From an optimization exercise on the open Yosys and OpenROAD flow, aimed at small area and a short achievable clock period; shortcuts taken in it are not production practice. Only simulation tests tie the RTL to the original design; equivalence was not proved.

## flow/run.sh

```bash
#!/bin/bash
# synth_recipe.tcl (not shown) runs the flow's synth.tcl, then flattens the netlist and writes it again
# the make line also repeats each setting of config.mk as NAME=value (left out here)
make -C /OpenROAD-flow-scripts/flow DESIGN_CONFIG=/design/flow/config.mk WORK_HOME=/design/flow/orfs CLKGATE_MAP_FILE= SYNTH_SCRIPT=/design/flow/synth_recipe.tcl finish
```

## flow/config.mk

```make
export PLATFORM = sky130hd
export DESIGN_NAME = tscalar_exec
export DESIGN_NICKNAME = tscalar_exec
export VERILOG_FILES = /design/flow/design.v
export SDC_FILE = /design/flow/constraint.sdc
export NUM_CORES = 4
export LEC_CHECK = 0
export CAP_MARGIN = 20
export CORE_MARGIN = 2
export CORE_UTILIZATION = 50
export CTS_CLUSTER_DIAMETER = 30
export CTS_CLUSTER_SIZE = 8
export PLACE_DENSITY = 0.65
export SLEW_MARGIN = 20
```

## flow/constraint.sdc

```tcl
create_clock -name core_clock -period 10.5 [get_ports {clk}]
set_input_delay 2.1000 -clock core_clock [delete_from_list [all_inputs] [get_ports {clk}]]
set_output_delay 2.1000 -clock core_clock [all_outputs]
set_load 0.01 [all_outputs]
```

## flow/design.v

```verilog
module tscalar_exec (
    input  wire        clk,
    input  wire        rst,          
    input  wire        in_valid,
    input  wire [39:0] instr,        
    input  wire [31:0] rs_val,
    input  wire [31:0] rt_val,
    output reg         out_valid,
    output reg         out_we,       
    output reg  [4:0]  out_rd,
    output reg  [31:0] out_wdata,
    output reg         out_we2,      
    output reg  [31:0] out_wdata2,
    output reg         out_sat,      
    output reg         out_ill       
);
    reg        r_valid;
    reg [39:0] r_ins;
    reg [31:0] r_rs, r_rt;
    always @(posedge clk) begin
        if (rst)
            r_valid <= 1'b0;
        else
            r_valid <= in_valid;
        r_ins <= instr;
        r_rs  <= rs_val;
        r_rt  <= rt_val;
    end
    wire [7:0]  opc   = r_ins[39:32];
    wire [4:0]  rd    = r_ins[31:27];
    wire [4:0]  rs_f  = r_ins[26:22];
    wire [4:0]  rt_f  = r_ins[21:17];
    wire [16:0] imm   = r_ins[16:0];
    wire [4:0]  shamt = r_ins[4:0];
    wire [1:0]  rnd   = r_ins[6:5];
    wire [4:0]  wm1   = r_ins[11:7];
    wire fmt_rr   = (opc >= 8'h01 && opc <= 8'h0E) || opc == 8'h20 || opc == 8'h21;
    wire fmt_ri   = (opc == 8'h11) || (opc >= 8'h13 && opc <= 8'h18);
    wire fmt_lui  = (opc == 8'h19);
    wire fmt_sats = (opc == 8'h22);
    wire mine     = fmt_rr | fmt_ri | fmt_lui | fmt_sats;
    reg ill;
    always @(*) begin
        ill = 1'b0;
        if (fmt_rr)
            ill = (imm != 17'd0) || (opc == 8'h20 && rd[0]);
        else if (fmt_ri)
            ill = (rt_f != 5'd0);
        else if (fmt_lui)
            ill = (rs_f != 5'd0) || (rt_f != 5'd0);
        else if (fmt_sats)
            ill = (r_ins[21:12] != 10'd0) || (rnd == 2'd3);
    end
    wire [31:0] a = r_rs;
    wire [31:0] b = r_rt;
    wire [31:0] imm_s = {{15{imm[16]}}, imm};
    wire [31:0] imm_z = {15'd0, imm};
    wire [31:0] mul_lo = a * b;
    wire signed [63:0] mul_full = $signed(a) * $signed(b);
    wire [31:0] a_abs = a[31] ? ~a : a;
    reg  [5:0]  cls;
    integer k;
    always @(*) begin
        cls = 6'd31;
        for (k = 0; k < 31; k = k + 1)
            if (a_abs[k])
                cls = 6'd30 - k[5:0];
    end
    wire signed [31:0] sa   = a;
    wire signed [32:0] q    = $signed({sa[31], sa}) >>> shamt;
    wire [31:0]        mask = (32'd1 << shamt) - 32'd1;
    wire [31:0]        rem  = a & mask;
    wire [31:0]        half = (shamt == 5'd0) ? 32'd0 : (32'd1 << (shamt - 5'd1));
    reg                inc;
    always @(*) begin
        inc = 1'b0;
        if (shamt != 5'd0) begin
            case (rnd)
                2'd1:    inc = (rem >= half);
                2'd2:    inc = (rem > half) || ((rem == half) && q[0]);
                default: inc = 1'b0;
            endcase
        end
    end
    wire signed [32:0] qr   = q + {32'd0, inc};
    wire signed [32:0] smax = (33'sd1 <<< wm1) - 33'sd1;
    wire signed [32:0] smin = -(33'sd1 <<< wm1);
    wire               s_hi = (qr > smax);
    wire               s_lo = (qr < smin);
    wire signed [32:0] sres = s_hi ? smax : (s_lo ? smin : qr);
    reg [31:0] res;
    always @(*) begin
        case (opc)
            8'h01: res = a + b;
            8'h02: res = a - b;
            8'h03: res = a & b;
            8'h04: res = a | b;
            8'h05: res = a ^ b;
            8'h06: res = a << b[4:0];
            8'h07: res = a >> b[4:0];
            8'h08: res = $signed(a) >>> b[4:0];
            8'h09: res = {31'd0, $signed(a) < $signed(b)};
            8'h0A: res = {31'd0, a < b};
            8'h0B: res = mul_lo;
            8'h0C: res = mul_full[63:32];
            8'h0D: res = ($signed(a) < $signed(b)) ? a : b;
            8'h0E: res = ($signed(a) > $signed(b)) ? a : b;
            8'h11: res = a + imm_s;
            8'h13: res = a & imm_z;
            8'h14: res = a | imm_z;
            8'h15: res = a ^ imm_z;
            8'h16: res = a << imm[4:0];
            8'h17: res = a >> imm[4:0];
            8'h18: res = $signed(a) >>> imm[4:0];
            8'h19: res = {imm[14:0], 17'd0};
            8'h20: res = a << cls;
            8'h21: res = {24'd0, a[30:23]} - 32'd127;
            8'h22: res = sres[31:0];
            default: res = 32'd0;
        endcase
    end
    always @(posedge clk) begin
        if (rst)
            out_valid <= 1'b0;
        else
            out_valid <= r_valid;
        out_we     <= mine & ~ill;
        out_rd     <= rd;
        out_wdata  <= res;
        out_we2    <= (opc == 8'h20) & ~ill;
        out_wdata2 <= {26'd0, cls};
        out_sat    <= fmt_sats & ~ill & (s_hi | s_lo);
        out_ill    <= mine & ill;
    end
endmodule
```

==> impl_metrics.toml <==
[clocking]
postCtsSetupBuffers = 0
cts_resized = 0
clock_latency_ns = 0.58
max-clock-path-buffers = 2
cts_tree = "built"
numCtsBuffers = 17
cts.sinks = 152
cts_max_level = 4
hold_buffers = 0
cts_root_buffer = "clkbuf_16"
path_clk_slew_ns = 0.10

[floorplanning]
die_w_um = 365
fp-row-count = 132
io_pins = 181
start_util_pct = 50.4
core_area_mm2 = 0.129
dieHeight_um = 365
die_area_mm2 = 0.133

[placement]
dp_hpwl_um = 261000
dp.cells = 9699
dpl_cell_area_mm2 = 0.0706
gp_congestion = 1.11
io_buffers = 153
dp_slack_ns = 0.231

[critical_path]
critical_path_arrival_ns = 10.67
crit_type = "reg -> reg"
startpoint_type = "flip-flop"
critPathSlowestCell = "dfxtp_2"
cp_max_fo = 15
cp.required_ns = 10.97
crit_path_frequent_cell = "fa_1"
reg2reg_depth = 30
max_stage_delay_ns = 0.80
crit_path_end_kind = "flip-flop"

[timing]
hold_violations = 0
hold_ws_ns = 0.338
fin_ws_ns = 0.301
slew_viol_final = 0
finalClockSkew_ns = 0.0372
tightest_slew_ns = 1.20
period_share_pct = 97.1
rsz0062_at_grt = "false"
finalCriticalPeriod_ns = 10.20
fin_tns_setup_ns = 0
clock.fmax_mhz = 98.0
setup_viol = 0
maxSlewHeadroom_pct = 19.1

[detailed_routing]
vias_per_cell = 6.39
drtPass1Iterations = 10
drt_wl_total_um = 324000
drc_errors = 0
wire_per_inst_um = 33.1
drtIter0Drc = 8362
routed-via-count = 62600
drtAntennaViolNets = 0

[cells_and_area]
nNetsFinal = 9813
drive_gt1_share_pct = 8.89
syn_to_final_growth_pct = 9.53
register_area_mm2 = 0.00311
fin_area_mm2 = 0.0714
num-fill-cells = 12200
final_core_util_pct = 55.2
fin_cells = 9790
multi_input_area_mm2 = 0.0544

[synthesis]
synth_cells = 7829
synth.avg_cell_area_um2 = 8.33
synth_top_flop_cell = "dfxtp_1"
ys_top_cells_by_area = "fa_1 38%, ha_1 9.5%, inv_1 9.0%"
synth_seq_cells = 152
ys_types = 108
synth.top_cell.area_share_pct = 37.9
yosys.area.top_type = "fa_1"
async_flop_share_pct = 0
synth-edff-count = 0
yosys_warnings = 1
synth-seq-area-share_pct = 4.67
syn_area_mm2 = 0.0652

[status]
status = "timing/DRC/antenna clean"

[grt]
grt_max_degree = 71
grt_pass1_vias = 63500
antenna_found_initial = 46
grt_use_total_pct = 48.9
grt_overflow = 0
grt_pass1_wl_um = 458000

[hold_path]
holdPathStages = 0
hold_class = "reg -> reg"

[flow_run]
cap_violations = 0
final cells by class:
cell class	count	share of cell area, %
sequential	152	4.35
tap	1742	3.05
timing repair buffer	604	7.09
inverter	1569	8.25
clock inverter	15	0.278
antenna	58	0.203
multi-input combinational	5633	76.2
clock buffer	17	0.595
cell usage in the layout, fill, tap and decap left out, drive strengths merged, types with 153 or more instances in the layout:
cell	count
mux2i	216
o21ai	217
ha	495
inv	1566
nor2	557
buf	451
nand2	1090
a21oi	288
clkdlybuf4s50	153
fa	1234
logic make-up after synthesis:
family / Yosys count / share of synthesized area (%)
AOI/OAI and AO/OA: 1207 / 12.5
xor gates and xnor gates: 172 / 2.38
adders and majority gates: 1730 / 47.4
buffers and inverters: 2074 / 12.3
DFF: 152 / 4.67
muxes: 321 / 6.39
other: 2 / 0.0115
and+or+nand+nor: 2171 / 14.3
state kept, by name, indices dropped and copies added, names as in the netlist, 5 cells and up:
| name | cells |
|---|---|
| out_rd | 5 |
| out_wdata | 32 |
| out_wdata2 | 5 |
| r_ins | 40 |
| r_rs | 32 |
| r_rt | 32 |
path summary, 6_finish.rpt:
| path | slack (ns) | start | end |
|---|---|---|---|
| worst min-delay path | 0.34 | r_ins[28] | out_rd[1] |
| worst max register to register | 0.30 | r_rs[20] | out_wdata[17] |
| worst min register to register | 0.34 | r_ins[28] | out_rd[1] |
| worst max-delay path | 0.30 | r_rs[20] | out_wdata[17] |
cell usage after synthesis, drive strengths merged (15+ instances only):
library cell / instances
mux4: 73
o21bai: 26
fa: 1234
and3: 37
a22oi: 28
or3: 26
nor2: 557
inv: 1561
nand2b: 47
nand4: 44
mux2i: 216
nand3: 127
a221o: 17
o21a: 35
buf: 159
a31oi: 41
o2111ai: 22
ha: 495
nand2: 1090
a221oi: 65
mux2: 32
clkbuf: 346
xnor2: 121
o31ai: 18
a21oi: 288
o41ai: 15
a2111oi: 20
nor4: 26
and2: 22
xor2: 48
nor3: 92
a211oi: 74
o211ai: 47
a211o: 16
o22ai: 49
o21ai: 217
a21o: 91
nor2b: 47
dfxtp: 152
o221ai: 31
routing by layer:
layer | GRT usage (%) | vias to the layer above | part of all wire [%]
li1 | - | 25300 | -
met1 | 61.8 | 31400 | 37
met2 | 69.4 | 4614 | 41
met3 | 17.9 | 1211 | 14
met4 | 33.7 | 38 | 8.5
met5 | 0.327 | - | 0.089
worst max-delay path: cells and delay by family, from the launching register on:
family	cells	cell delay, ns
AO/OA/AOI/OAI	11	3.13
flip-flops	1	0.80
adder cells (fa/ha/maj)	9	3.84
buffers and inverters	7	0.94
XOR/XNOR	1	0.65
AND/OR/NAND/NOR	2	0.72

[what the ideal ports hide]
The results above use ideal ports. As a check the final layout listed here was re-extracted and re-timed, cells and wires unchanged. Step 1 assumes that a clkbuf_16 drives the clock port and a buf_2 every other input. Step 2 also shifts input and output timing later by t, the mid clock arrival at the registers, as if the neighbouring blocks saw the same clock. Three values: no drivers, after step 1, after step 2; two values: the first two.
t (ns): 0.647
setup WS [ns]: 0.301 / 0.301 / 0.301
worst slew at a driven data input, ns: 0.20
After both steps this run still meets setup and hold. The setup slack of this run moves by 0.000 ns with the drivers and by 0.000 ns with both steps.
